This is an optimization exercise on Yosys and OpenROAD, whose aim is small area, a short achievable clock period and few clock cycles per item, not a production implementation.
Function was checked by simulation only, so behaviour that the tests miss may differ from the original.

## design.v

```verilog
module qe_imu (
    input  wire        clk,
    input  wire        rst,
    input  wire        in_valid,
    output wire        in_ready,
    input  wire [5:0]  in_fn,
    input  wire [31:0] in_a,
    input  wire [31:0] in_b,
    output reg         out_valid,
    output reg  [31:0] out_res,
    output reg         out_pred,
    output reg         out_illegal
);
    localparam [5:0] F_ADD   = 6'h00, F_SUB   = 6'h01, F_AND  = 6'h02,
                     F_OR    = 6'h03, F_XOR   = 6'h04, F_SHL  = 6'h05,
                     F_SHR   = 6'h06, F_SRA   = 6'h07, F_MUL  = 6'h08,
                     F_MULH  = 6'h09, F_MULHU = 6'h0A, F_DIV  = 6'h0B,
                     F_DIVU  = 6'h0C, F_REM   = 6'h0D, F_REMU = 6'h0E,
                     F_MIN   = 6'h0F, F_MAX   = 6'h10, F_MINU = 6'h11,
                     F_MAXU  = 6'h12, F_EQ    = 6'h18, F_NE   = 6'h19,
                     F_LT    = 6'h1A, F_GE    = 6'h1B, F_LTU  = 6'h1C,
                     F_GEU   = 6'h1D;
    wire signed [31:0] sa = in_a;
    wire signed [31:0] sb = in_b;
    wire        lts = sa < sb;
    wire        ltu = in_a < in_b;
    wire        msgn = (in_fn == F_MULH);
    wire signed [32:0] ma = {msgn & in_a[31], in_a};
    wire signed [32:0] mb = {msgn & in_b[31], in_b};
    wire signed [65:0] prod = ma * mb;
    wire is_div = (in_fn == F_DIV) || (in_fn == F_DIVU) ||
                  (in_fn == F_REM) || (in_fn == F_REMU);
    reg [31:0] res;
    reg        pred;
    reg        bad;
    always @(*) begin
        res  = 32'd0;
        pred = 1'b0;
        bad  = 1'b0;
        case (in_fn)
            F_ADD:   res = in_a + in_b;
            F_SUB:   res = in_a - in_b;
            F_AND:   res = in_a & in_b;
            F_OR:    res = in_a | in_b;
            F_XOR:   res = in_a ^ in_b;
            F_SHL:   res = in_a << in_b[4:0];
            F_SHR:   res = in_a >> in_b[4:0];
            F_SRA:   res = sa >>> in_b[4:0];
            F_MUL:   res = prod[31:0];
            F_MULH:  res = prod[63:32];
            F_MULHU: res = prod[63:32];
            F_MIN:   res = lts ? in_a : in_b;
            F_MAX:   res = lts ? in_b : in_a;
            F_MINU:  res = ltu ? in_a : in_b;
            F_MAXU:  res = ltu ? in_b : in_a;
            F_EQ:    pred = (in_a == in_b);
            F_NE:    pred = (in_a != in_b);
            F_LT:    pred = lts;
            F_GE:    pred = !lts;
            F_LTU:   pred = ltu;
            F_GEU:   pred = !ltu;
            F_DIV, F_DIVU, F_REM, F_REMU: ;
            default: bad = 1'b1;
        endcase
    end
    reg        busy;
    reg        fixup;
    reg [5:0]  count;
    reg [31:0] quo;
    reg [31:0] rem;
    reg [31:0] dvs;
    reg [31:0] dvd_orig;
    reg        want_rem;
    reg        neg_q;
    reg        neg_r;
    reg        by_zero;
    assign in_ready = !busy;
    wire        dsgn = (in_fn == F_DIV) || (in_fn == F_REM);
    wire        a_neg = dsgn & in_a[31];
    wire        b_neg = dsgn & in_b[31];
    wire [31:0] a_mag = a_neg ? -in_a : in_a;
    wire [31:0] b_mag = b_neg ? -in_b : in_b;
    wire [32:0] rem_sh = {rem, quo[31]};
    wire [32:0] trial  = rem_sh - {1'b0, dvs};
    wire        take   = !trial[32];
    wire [31:0] q_fin = neg_q ? -quo : quo;
    wire [31:0] r_fin = neg_r ? -rem : rem;
    always @(posedge clk) begin
        if (rst) begin
            busy      <= 1'b0;
            fixup     <= 1'b0;
            out_valid <= 1'b0;
        end else begin
            out_valid <= 1'b0;
            if (busy) begin
                if (!fixup) begin
                    rem   <= take ? trial[31:0] : rem_sh[31:0];
                    quo   <= {quo[30:0], take};
                    count <= count - 6'd1;
                    if (count == 6'd1)
                        fixup <= 1'b1;
                end else begin
                    busy        <= 1'b0;
                    fixup       <= 1'b0;
                    out_valid   <= 1'b1;
                    out_pred    <= 1'b0;
                    out_illegal <= 1'b0;
                    if (by_zero)
                        out_res <= want_rem ? dvd_orig : 32'hFFFF_FFFF;
                    else
                        out_res <= want_rem ? r_fin : q_fin;
                end
            end else if (in_valid) begin
                if (is_div) begin
                    busy     <= 1'b1;
                    count    <= 6'd32;
                    quo      <= a_mag;
                    rem      <= 32'd0;
                    dvs      <= b_mag;
                    dvd_orig <= in_a;
                    want_rem <= (in_fn == F_REM) || (in_fn == F_REMU);
                    neg_q    <= a_neg ^ b_neg;
                    neg_r    <= a_neg;
                    by_zero  <= (in_b == 32'd0);
                end else begin
                    out_valid   <= 1'b1;
                    out_res     <= res;
                    out_pred    <= pred;
                    out_illegal <= bad;
                end
            end
        end
    end
endmodule
```

## run.sh

```bash
#!/bin/bash
# synth_recipe.tcl (not shown) runs the flow's synth.tcl, then flattens the netlist and writes it again
# the make line also repeats each setting of config.mk as NAME=value (left out here)
make -C /OpenROAD-flow-scripts/flow DESIGN_CONFIG=/design/flow/config.mk WORK_HOME=/design/flow/orfs CLKGATE_MAP_FILE= SYNTH_SCRIPT=/design/flow/synth_recipe.tcl finish
```

## config.mk

```make
export PLATFORM = sky130hd
export DESIGN_NAME = qe_imu
export DESIGN_NICKNAME = qe_imu
export VERILOG_FILES = /design/flow/design.v
export SDC_FILE = /design/flow/constraint.sdc
export NUM_CORES = 4
export LEC_CHECK = 0
export CAP_MARGIN = 20
export CORE_MARGIN = 2
export CORE_UTILIZATION = 40
export SLEW_MARGIN = 20
```

## constraint.sdc

```tcl
create_clock -name core_clock -period 13.0 [get_ports {clk}]
set_input_delay 2.6000 -clock core_clock [delete_from_list [all_inputs] [get_ports {clk}]]
set_output_delay 2.6000 -clock core_clock [all_outputs]
set_load 0.01 [all_outputs]
```

==> results.txt <==
GRT Residual Overflow = 0
Placement Setup Slack = -0.351 ns
Placer Congestion = 1.06
total of max-cap violations = 0
fin cells = 8555
Worst-Margin Slew = 1.30 ns
critical path class = primary input to flip-flop
Port Buffers = 108
layout cells sized above 1 = 6.28%
CTS tree = yes
Num CTS Buffers = 17
Ys Warns = 1
fin util = 43.0%
slowest CP cell = fa_1
Primary FF master, synth = edfxtp_1
starting density of the core = 40.2%
GRT Util Overall = 34.5%
Hold Crit Class = flip-flop to flip-flop
synthesized flop and latch total = 175
skew final = 0.0245 ns
dpl cells = 8515
Max stage delay on crit path = 0.83 ns
unrepaired setup endpoints after global routing = no
Area growth syn-to-layout = 6.94%
Fmax = 79.8 MHz
final hold violation count = 0
Filler cells = 14357
Post-Syn Area = 0.0576 sq mm
Netlist cell types = 88
Initial DRC Count = 5512
Crit. End Element = flip-flop
number of synthesized flops with an enable pin = 172
Sink Count = 175
HPWL Detailed = 204000 um
post-route minimum period = 12.53 ns
Avg Cell Area, Syn = 8.59 sq um
num rows = 139
crit path max fanout = 12
CTS max path bufs = 2
antenna violations before repair = 15
# DRC = 0
sequential cell area = 0.00523 sq mm
vias in the first global route = 51257
final setup vio count = 0
Relative slew margins = 13.7%
Final Cycle Share = 96.4%
first-pass GRT wire length = 366000 um
core footprint = 0.143 sq mm
clock root cell = clkbuf_16
area of the multi-input gates = 0.0459 sq mm
syn_nets = 8258
Crit path top cell by count = fa_1
final setup margin = 0.466 ns
Post-Syn Instances = 6710
CP required = 13.26 ns
routed len/inst = 29.6 um
post-DR vias/cell = 5.89
Clk pin slew, worst setup/hold paths = 0.09 ns
# Post-CTS Setup Buffers = 0
Pins Over Slew Limit = 0
DR pass1 iterations = 6
Detail Route Antenna Nets = 0
Worst Setup Start Kind = primary input
asr flop ratio synth = 0%
most frequent cells in the layout = inv_1, fa_1, nand2_1
DRT Wirelength = 253000 um
Max H-tree Level = 4
full die area = 0.147 sq mm
Nets = 8180
most common cell after layout, fill and taps aside = inv_1
pin count of the biggest net entering global routing = 71
Seq/Total Area, Yosys = 9.07%
boundary pin count = 109
Vert. Die Dim = 384 um
DIE WIDTH = 384 um
Critical Path AT = 12.80 ns
DR vias = 50422
worst-skew pair later-pin latency = 0.51 ns
status = no timing/DRC/antenna violations
synth_stat cells (100+ instances only):
cell      instances  share of area (%)
mux2i_1         103                1.8
inv_1          1282                8.4
o21ai_0         248                2.2
nor2_1          550                3.6
fa_1           1128                 39
clkbuf_1        316                2.1
nand2_1        1015                6.6
edfxtp_1        172                9.0
ha_1            347                7.5
buf_1           100               0.65
a21oi_1         217                1.9
xnor2_1         172                2.6
path summary, 6_finish.rpt:
path	cells after the start	from	to	slack, ns
worst max register to register	15	quo[31]	rem[31]	8.09
worst min-delay path	2	quo[0]	quo[1]	0.57
worst max-delay path	31	in_fn[4]	out_res[27]	0.47
worst min register to register	2	quo[0]	quo[1]	0.57
repair_timing:
action / 4_1_cts / 5_1_grt
endpoints found under the hold margin: 0 / 0
setup endpoints to repair: 0 / 1
hold buffers: 0 / 0
gates resized for setup: 0 / 1
through the flow:
stage | hold slack, ns | cell area [sq um] | TNS (ns)
6_report | 0.573 | 61600 | 0
3_3_place_gp | 0.544 | 61000 | -0.344
5_1_grt | 0.642 | 61600 | 0
3_5_place_dp | 0.551 | 61000 | -0.351
4_1_cts | 0.568 | 61600 | 0
2_1_floorplan | 0.500 | 57600 | 0
flip-flops by register name, indices dropped and copies added, names as in the netlist, 6 cells and up:
name,flops
dvd_orig,32
dvs,32
out_res,32
quo,32
rem,32
count,6
worst max-delay path: cells and delay by family:
family	cells	cell delay (ns)
buffers and inverters	8	1.88
AO/OA/AOI/OAI	8	2.17
AND/OR/NAND/NOR	6	1.43
adder cells (fa/ha/maj)	9	4.67
layout make-up:
cell class	instances	area share (%)
clock buffer	17	0.690
sequential	175	8.49
multi-input combinational	4805	74.6
tap	1903	3.86
timing repair buffer	330	4.16
antenna	7	0.0284
clock inverter	15	0.276
inverter	1303	7.94
metal layers:
| metal | vias up | wire [um] | track usage (%) |
|---|---|---|---|
| li1 | 21137 | - | - |
| met1 | 26003 | 102000 | 46.3 |
| met2 | 2722 | 110000 | 52.1 |
| met3 | 554 | 23600 | 6.86 |
| met4 | 6 | 17400 | 19.4 |
| met5 | - | 37 | 0 |
cells by family after synthesis:
group / after synthesis / share of synthesized area, %
and+or+nand+nor: 1919 / 14.0
buffers and inverters: 1730 / 11.3
adders and majority gates: 1475 / 46.7
AOI/OAI and AO/OA: 1025 / 11.9
xor gates and xnor gates: 233 / 3.54
DFF: 175 / 9.07
muxes: 153 / 3.45
Testbench counts, summed over its fixed seeds: cycles 36,096, items 12,000.

[static timing again, ports no longer ideal]
The results above use ideal ports. As a check the final layout listed here was re-extracted and re-timed, cells and wires unchanged. Step 1 (the two cells are an assumption about what drives the block):
set clk [get_ports {clk}]
set_driving_cell -lib_cell sky130_fd_sc_hd__clkbuf_16 $clk
set_driving_cell -lib_cell sky130_fd_sc_hd__buf_2 [delete_from_list [all_inputs] $clk]
Step 2 moves the port delays by t, midway between the first and last clock arrival at a register: inputs arrive t later, outputs are due t later. That takes back most of the time a late clock gives input paths. Slacks: ideal / step 1 / step 2; pairs: ideal / step 1.
t, ns: 0.547
setup WS [ns]: 0.466 / 0.500 / -0.047
cell pins on the clock port's net: 1
With both steps, setup timing fails in this run, where it was met with ideal ports. The setup slack of this run moves by +0.034 ns with the drivers and by -0.513 ns with both steps.
